From an optimization exercise on the open Yosys and OpenROAD flow, aimed at small area; shortcuts taken in it are not production practice.
At most, simulation tests tie the RTL to the original design; equivalence was not proved.
No activity file was given, so power comes from the tool's default toggle rates.

// sd_input
module sd_input (
    input  wire        clk,
    input  wire        rst,
    input  wire        en,
    input  wire        cmp_en,
    input  wire [8:0]  ctl_osr,
    input  wire [5:0]  prot_osr,
    input  wire [7:0]  cmp_cnt,
    input  wire [15:0] thr_hi,
    input  wire [15:0] thr_lo,
    input  wire [14:0] hys,
    input  wire        smp,
    input  wire        d,
    output reg  [23:0] ctl_res,
    output reg  [23:0] prot_res,
    output reg         cmp,
    output reg         stuck,
    output wire        invalid
);
export LEC_CHECK = 0
export ABC_AREA = 1
export CAP_MARGIN = 20
export CORE_MARGIN = 2
export CORE_UTILIZATION = 50
export CTS_CLUSTER_DIAMETER = 120
export CTS_CLUSTER_SIZE = 20
export PLACE_DENSITY = 0.65
export SLEW_MARGIN = 20
export SYNTH_MEMORY_MAX_BITS = 100000
create_clock -name core_clock -period 180.0 [get_ports {clk}]
run.sh (not shown) runs the stock make flow with config.mk's settings and CLKGATE_MAP_FILE= SYNTH_SCRIPT=/design/flow/synth_recipe.tcl, a recipe that flattens the netlist after the stock synthesis.
The first run completed with no timing, DRC or antenna violations.
Next try:
--- a/flow/design.v
+++ b/flow/design.v
@@ -13,21 +13,21 @@
     input  wire          clk,
     input  wire          clr,           
     input  wire          edge_in,       
     input  wire          d,
     input  wire          xr,            
     input  wire          x2r,
     input  wire          x3r,
     input  wire [DW:0]   r3,            
     input  wire          zero,          
     input  wire [NE-1:0] e_init,        
-    input  wire          start,         
+    input  wire [3:0]    ph,            
     input  wire          hold_d,        
     output wire [23:0]   result         
 );
     localparam NB = NE / NS;            
     reg  [W1-1:0] i1;
     reg  [W2-1:0] i2;
     reg  [W3-1:0] i3;
     wire dd = edge_in & d;
     wire [W1-1:0] cpart = (x2r ? 3 : 0) - (xr ? 3 : 0) - (x3r ? 1 : 0);
     wire [W1-1:0] u;
@@ -41,21 +41,20 @@
         if (clr) begin
             i1 <= {W1{1'b0}};
             i2 <= {W2{1'b0}};
             i3 <= {W3{1'b0}};
         end else if (edge_in) begin
             i1 <= u;
             i2 <= v;
             i3 <= k;
         end
     end
-    reg  [3:0]    ph;                   
     reg  [DW-1:0] rem;
     reg  [24:0]   a;
     reg  [NE-1:0] e;
     wire phA0 = (ph == 4'd0);
     wire phA  = (ph < NA);
     wire zb   = zero & (EZ == 0);       
     wire phB0 = zb | (ph == NA);
     wire phB  = zb | ((ph >= NA) && (ph < NA + NB));
     reg  [DW-1:0] rin;
     reg  [NS-1:0] bin;
@@ -90,26 +89,20 @@
                 assign df[gb]   = t[gb] ^ r3[gb] ^ bw[gb];
                 assign bw[gb+1] = (~t[gb] & r3[gb]) | (~(t[gb] ^ r3[gb]) & bw[gb]);
             end
             assign qs[NS-1-gs] = ~bw[DW+1];
             assign rs[gs+1] = bw[DW+1] ? t[DW-1:0] : df[DW-1:0];
         end
     endgenerate
     always @(posedge clk) begin
         rem <= rs[NS];
         if (zero)
-            ph <= (EZ != 0) ? NA + NB : NA + 1;
-        else if (start)
-            ph <= 4'd0;
-        else if (ph < NA + NB)
-            ph <= ph + 4'd1;
-        if (zero)
             a <= 25'd0;
         else if (phA)
             a <= {a[24-NS:0], qs};
         if (zero && EZ != 0)
             e <= e_init;
         else if (phB0)
             e <= {(zb ? {(NE-NS){1'b0}} : rem[NE-NS-1:0]), qs};
         else if (phB)
             e <= {e[NE-NS-1:0], qs};
     end
@@ -480,32 +473,41 @@
             6'd27: prot_e0 = 15'd1704;
             6'd28: prot_e0 = 15'd1528;
             6'd29: prot_e0 = 15'd1375;
             6'd30: prot_e0 = 15'd1242;
             6'd31: prot_e0 = 15'd1126;
             default: prot_e0 = 15'd1024;
         endcase
     end
     wire [23:0] ctl_q, prot_q;
     wire        zero = clr;
+    reg  [3:0]  ph;
+    always @(posedge clk) begin
+        if (clr)
+            ph <= 4'd8;
+        else if (v1)
+            ph <= 4'd0;
+        else if (ph < 4'd9)
+            ph <= ph + 4'd1;
+    end
     sinc3_filter #(.RW(9), .W1(11), .W2(18), .W3(25), .DW(24),
                    .NS(4), .NA(7), .PA(3), .NE(8)) u_ctl (
         .clk(clk), .clr(clr), .edge_in(edge0), .d(d),
         .xr(c_x1), .x2r(c_x2), .x3r(c_x3), .r3(ctl_r3),
-        .zero(zero), .e_init(8'd0), .start(v1), .hold_d(hist[0]),
+        .zero(zero), .e_init(8'd0), .ph(ph), .hold_d(hist[0]),
         .result(ctl_q)
     );
     sinc3_filter #(.RW(6), .W1(8), .W2(12), .W3(16), .DW(15),
                    .NS(5), .NA(5), .PA(0), .NE(15), .EZ(1)) u_prot (
         .clk(clk), .clr(clr), .edge_in(edge0), .d(d),
         .xr(p_x1), .x2r(p_x2), .x3r(p_x3), .r3(prot_r3),
-        .zero(zero), .e_init(prot_e0), .start(v1),
+        .zero(zero), .e_init(prot_e0), .ph(ph),
         .hold_d(edge0 ? d : hist[0]), .result(prot_q)
     );
     wire [15:0] pp = prot_q[23:8];
     wire        nz = |prot_q[7:0];
     wire [16:0] d1, d2;
     wire [17:0] d1h, d2h;
     wire        d1_co, d2_co, d1h_co, d2h_co;
     rca #(17) d1_sub (.a({pp[15], pp}), .b(~{thr_lo[15], thr_lo}), .ci(1'b1), .s(d1), .co(d1_co));
     rca #(17) d2_sub (.a({thr_hi[15], thr_hi}), .b(~{pp[15], pp}), .ci(1'b1), .s(d2), .co(d2_co));
     rca #(18) d1h_sub (.a({d1[16], d1}), .b(~{3'b000, hys}), .ci(1'b1), .s(d1h), .co(d1h_co));
The changed run ran to the end with no violations.
Worst setup slack is worse by 0.13 ns.
Routed wire length goes down by 0.75%.
Non-clock buffer count goes up by 8.
Final area stays flat.
Die area goes down by 0.36%.
Sequential power goes down by about 4%.
Function not checked in the first run of this note: the RTL went through the layout flow alone.

---

sd_input, a different RTL version from the one above (not shown whole).
For scale: roughly 4400 cells after synthesis, roughly 1100 flip-flops, about 130 I/O pins, roughly 52000 µm² of cells after synthesis.
// sd_input
module sd_input (
    input  wire        clk,
    input  wire        rst,
    input  wire        en,
    input  wire        cmp_en,
    input  wire [8:0]  ctl_osr,
    input  wire [5:0]  prot_osr,
    input  wire [7:0]  cmp_cnt,
    input  wire [15:0] thr_hi,
    input  wire [15:0] thr_lo,
    input  wire [14:0] hys,
    input  wire        smp,
    input  wire        d,
    output reg  [23:0] ctl_res,
    output reg  [23:0] prot_res,
    output reg         cmp,
    output reg         stuck,
    output wire        invalid
);
clock: 180.0 ns
lec_check: 0
abc_area: 1
cap_margin: 20
core_margin: 2
core_utilization: 50
cts_cluster_diameter: 120
cts_cluster_size: 20
place_density: 0.65
slew_margin: 20
synth_memory_max_bits: 100000
standard.sh (not shown) runs the stock make flow with config.mk's settings and CLKGATE_MAP_FILE= SYNTH_SCRIPT=/design/flow/synth_recipe.tcl, a recipe that flattens the netlist after the stock synthesis.
==> flow/flow/run.sh <==
#!/bin/bash
# The standard layout (standard.sh), with two changes to what it places:
# the port buffers are the smallest buffer cell, and clock tree synthesis
# adds no dummy loads. Each tool's output goes to standard.log and the
# ORFS logs under orfs/logs.
set -euo pipefail
export BUFFER_PORTS_ARGS="-buffer_cell sky130_fd_sc_hd__buf_1"
export CTS_ARGS="-sink_clustering_enable -repair_clock_nets -sink_clustering_size 20 -sink_clustering_max_diameter 120 -dont_use_dummy_load"
bash standard.sh > standard.log 2>&1
The baseline passed the timing, DRC and antenna checks.
Edit:
--- a/flow/design.v
+++ b/flow/design.v
@@ -3,19 +3,20 @@
     parameter W1  = 11,                 
     parameter W2  = 18,
     parameter W3  = 25,
     parameter DW  = 24,                 
     parameter NS  = 4,                  
     parameter NA  = 7,                  
     parameter PA  = 3,                  
     parameter NE  = 8,                  
     parameter EZ  = 0,                  
-    parameter EB  = 1                   
+    parameter EB  = 1,                  
+    parameter LS  = 0                   
 ) (
     input  wire          clk,
     input  wire          clr,           
     input  wire          edge_in,       
     input  wire          d,
     input  wire          xr,            
     input  wire          x2r,
     input  wire          x3r,
     input  wire [DW:0]   r3,            
@@ -51,19 +52,19 @@
             i3 <= k;
         end
     end
     reg  [DW-1:0] rem;
     reg  [24:0]   a;
     reg  [NE-1:0] e;
     wire phA0 = (ph == 4'd0);
     wire phA  = (ph < NA);
     wire zb   = zero & (EZ == 0) & (EB != 0);   
-    wire phB0 = zb | (ph == NA);
+    wire phB0 = zb | ((ph == NA) && (EB != 0));
     wire phB  = zb | ((ph >= NA) && (ph < NA + NB));
     reg  [DW-1:0] rin;
     reg  [NS-1:0] bin;
     integer m;
     always @(*) begin
         rin = rem;
         bin = {NS{1'b0}};
         if (zb) begin
             rin = {{(DW-1){1'b0}}, 1'b1} << (25 - NE);
@@ -91,44 +92,54 @@
             for (gb = 0; gb <= DW; gb = gb + 1) begin : g_b
                 assign df[gb]   = t[gb] ^ r3[gb] ^ bw[gb];
                 assign bw[gb+1] = (~t[gb] & r3[gb]) | (~(t[gb] ^ r3[gb]) & bw[gb]);
             end
             assign qs[NS-1-gs] = ~bw[DW+1];
             assign rs[gs+1] = bw[DW+1] ? t[DW-1:0] : df[DW-1:0];
         end
     endgenerate
     always @(posedge clk) begin
-        rem <= rs[NS];
+        if (LS != 0 && zero)
+            rem <= {DW{1'b0}};
+        else if (LS == 0 || ph < NA)
+            rem <= rs[NS];
         if (zero)
             a <= 25'd0;
         else if (phA)
             a <= {a[24-NS:0], qs};
         if (zero && EZ != 0)
             e <= e_init;
         else if (phB0)
             e <= {(zb ? {(NE-NS){1'b0}} : rem[NE-NS-1:0]), qs};
         else if (phB)
             e <= {e[NE-NS-1:0], qs};
     end
-    reg  cbit;
-    wire [DW:0] rem_x = rem;
-    wire [DW:0] g_d;
-    wire        g_ge;
-    rca #(DW + 1) g_sub (.a(rem_x), .b(~g0), .ci(1'b1), .s(g_d), .co(g_ge));
+    wire [DW-1:0] rk   = (LS != 0) ? rs[1] : rem;
+    wire          alsb = qs[NS-1];
+    reg           cbit, lsb_r;
+    wire [DW:0]   rk_x = rk;
+    wire [DW:0]   g_d;
+    wire          g_ge;
+    rca #(DW + 1) g_sub (.a(rk_x), .b(~g0), .ci(1'b1), .s(g_d), .co(g_ge));
     always @(posedge clk)
-        if (zero)
-            cbit <= 1'b0;
-        else if (ph == NA)
-            cbit <= g_ge;
-    wire [NE-1:0] e_out = (EB != 0) ? e : (cbit ? e1_init : e_init);
+        if (zero) begin
+            cbit  <= 1'b0;
+            lsb_r <= 1'b0;
+        end else if ((LS == 0) ? (ph == NA) : edge_in) begin
+            cbit  <= g_ge;
+            lsb_r <= alsb;
+        end
+    wire          cb_u  = (LS != 0 && edge_in) ? g_ge : cbit;
+    wire [NE-1:0] e_out = (EB != 0) ? e : (cb_u ? e1_init : e_init);
+    wire [24:0]   a_u   = (LS == 0) ? a : {a[23:0], (edge_in ? alsb : lsb_r)};
     wire [24:0] ae;
     wire        ae_co;
-    rca #(25) o_add (.a(a), .b(hold_d ? {{(25-NE){1'b0}}, e_out} : 25'd0), .ci(1'b1),
+    rca #(25) o_add (.a(a_u), .b(hold_d ? {{(25-NE){1'b0}}, e_out} : 25'd0), .ci(1'b1),
                      .s(ae), .co(ae_co));
     wire [24:0] q = {ae_co, ae[24:1]};
     assign result = q[24] ? 24'h7FFFFF : {~q[23], q[22:0]};
 endmodule
 module rca #(
     parameter N = 8
 ) (
     input  wire [N-1:0] a,
     input  wire [N-1:0] b,
@@ -519,19 +530,19 @@
     sinc3_filter #(.RW(9), .W1(11), .W2(18), .W3(25), .DW(24),
                    .NS(4), .NA(7), .PA(3), .NE(8)) u_ctl (
         .clk(clk), .clr(clr), .edge_in(edge0), .d(d),
         .xr(c_x1), .x2r(c_x2), .x3r(c_x3), .r3(ctl_r3),
         .zero(zero), .e_init(8'd0), .e1_init(8'd0), .g0(25'd0), .ph(ph),
         .hold_d(hist[0]),
         .result(ctl_q)
     );
     sinc3_filter #(.RW(6), .W1(8), .W2(12), .W3(16), .DW(15),
-                   .NS(4), .NA(7), .PA(3), .NE(15), .EZ(1), .EB(0)) u_prot (
+                   .NS(3), .NA(8), .PA(0), .NE(15), .EZ(1), .EB(0), .LS(1)) u_prot (
         .clk(clk), .clr(clr), .edge_in(edge0), .d(d),
         .xr(p_x1), .x2r(p_x2), .x3r(p_x3), .r3(prot_r3),
         .zero(zero), .e_init(prot_e0), .e1_init(prot_e1), .g0(prot_g0), .ph(ph),
         .hold_d(edge0 ? d : hist[0]), .result(prot_q)
     );
     wire [15:0] pp = prot_q[23:8];
     wire        nz = |prot_q[7:0];
     wire [16:0] d1, d2;
     wire [17:0] d1h, d2h;
After rerunning: Via count came out lower by 0.39%. Setup slack gets worse by 0.28 ns. Worst hold slack gets better by 0.044 ns. Clock-buffer cell count came out higher by 1. Routed wire length came out lower by 3.7%. Global-route usage came out lower by 0.77 points. Core utilization came out higher by 0.32 points. Sequential share of layout area came out higher by 0.45 points. Area after synthesis came out lower by 1.0%. Die area came out lower by 0.99%. Critical path depth came out higher by 2. Total power came out lower by 12%. Cell count came out lower by 0.59%. Clock power barely changes.

separate check: timing with driven ports:
No port has a modelled driver above. Below, the same layouts with a new extraction and two added sets of constraints. Step 1 sets driving cells, clkbuf_16 on the clock port and buf_2 on the other inputs (assumed; they add their load-dependent delay and slew). Step 2 also shifts input and output timing later by t, the mid clock arrival at the registers, as if the neighbouring blocks saw the same clock. a / b / c = ideal / step 1 / step 2; a / b = the first two.
run | t, ns | slack for setup (ns) | hold WS [ns] | worst slew at a driven data input, ns
the first run of note 1 | 0.754 | 94.530 / 94.576 / 93.823 | 0.415 / 0.415 / 0.415 | 0.12
the second run of note 1 | 0.750 | 94.397 / 94.444 / 93.693 | 0.407 / 0.407 / 0.407 | 0.07
the first run of note 2 | 0.721 | 95.351 / 95.391 / 94.671 | 0.348 / 0.348 / 0.348 | 0.17
the second run of note 2 | 0.707 | 95.066 / 95.064 / 94.357 | 0.393 / 0.393 / 0.393 | 0.16
After both steps every run listed still meets setup and hold. For the second run of note 2, which loses most, drivers alone change the setup slack by -0.002 ns; drivers and shift together by -0.709 ns.
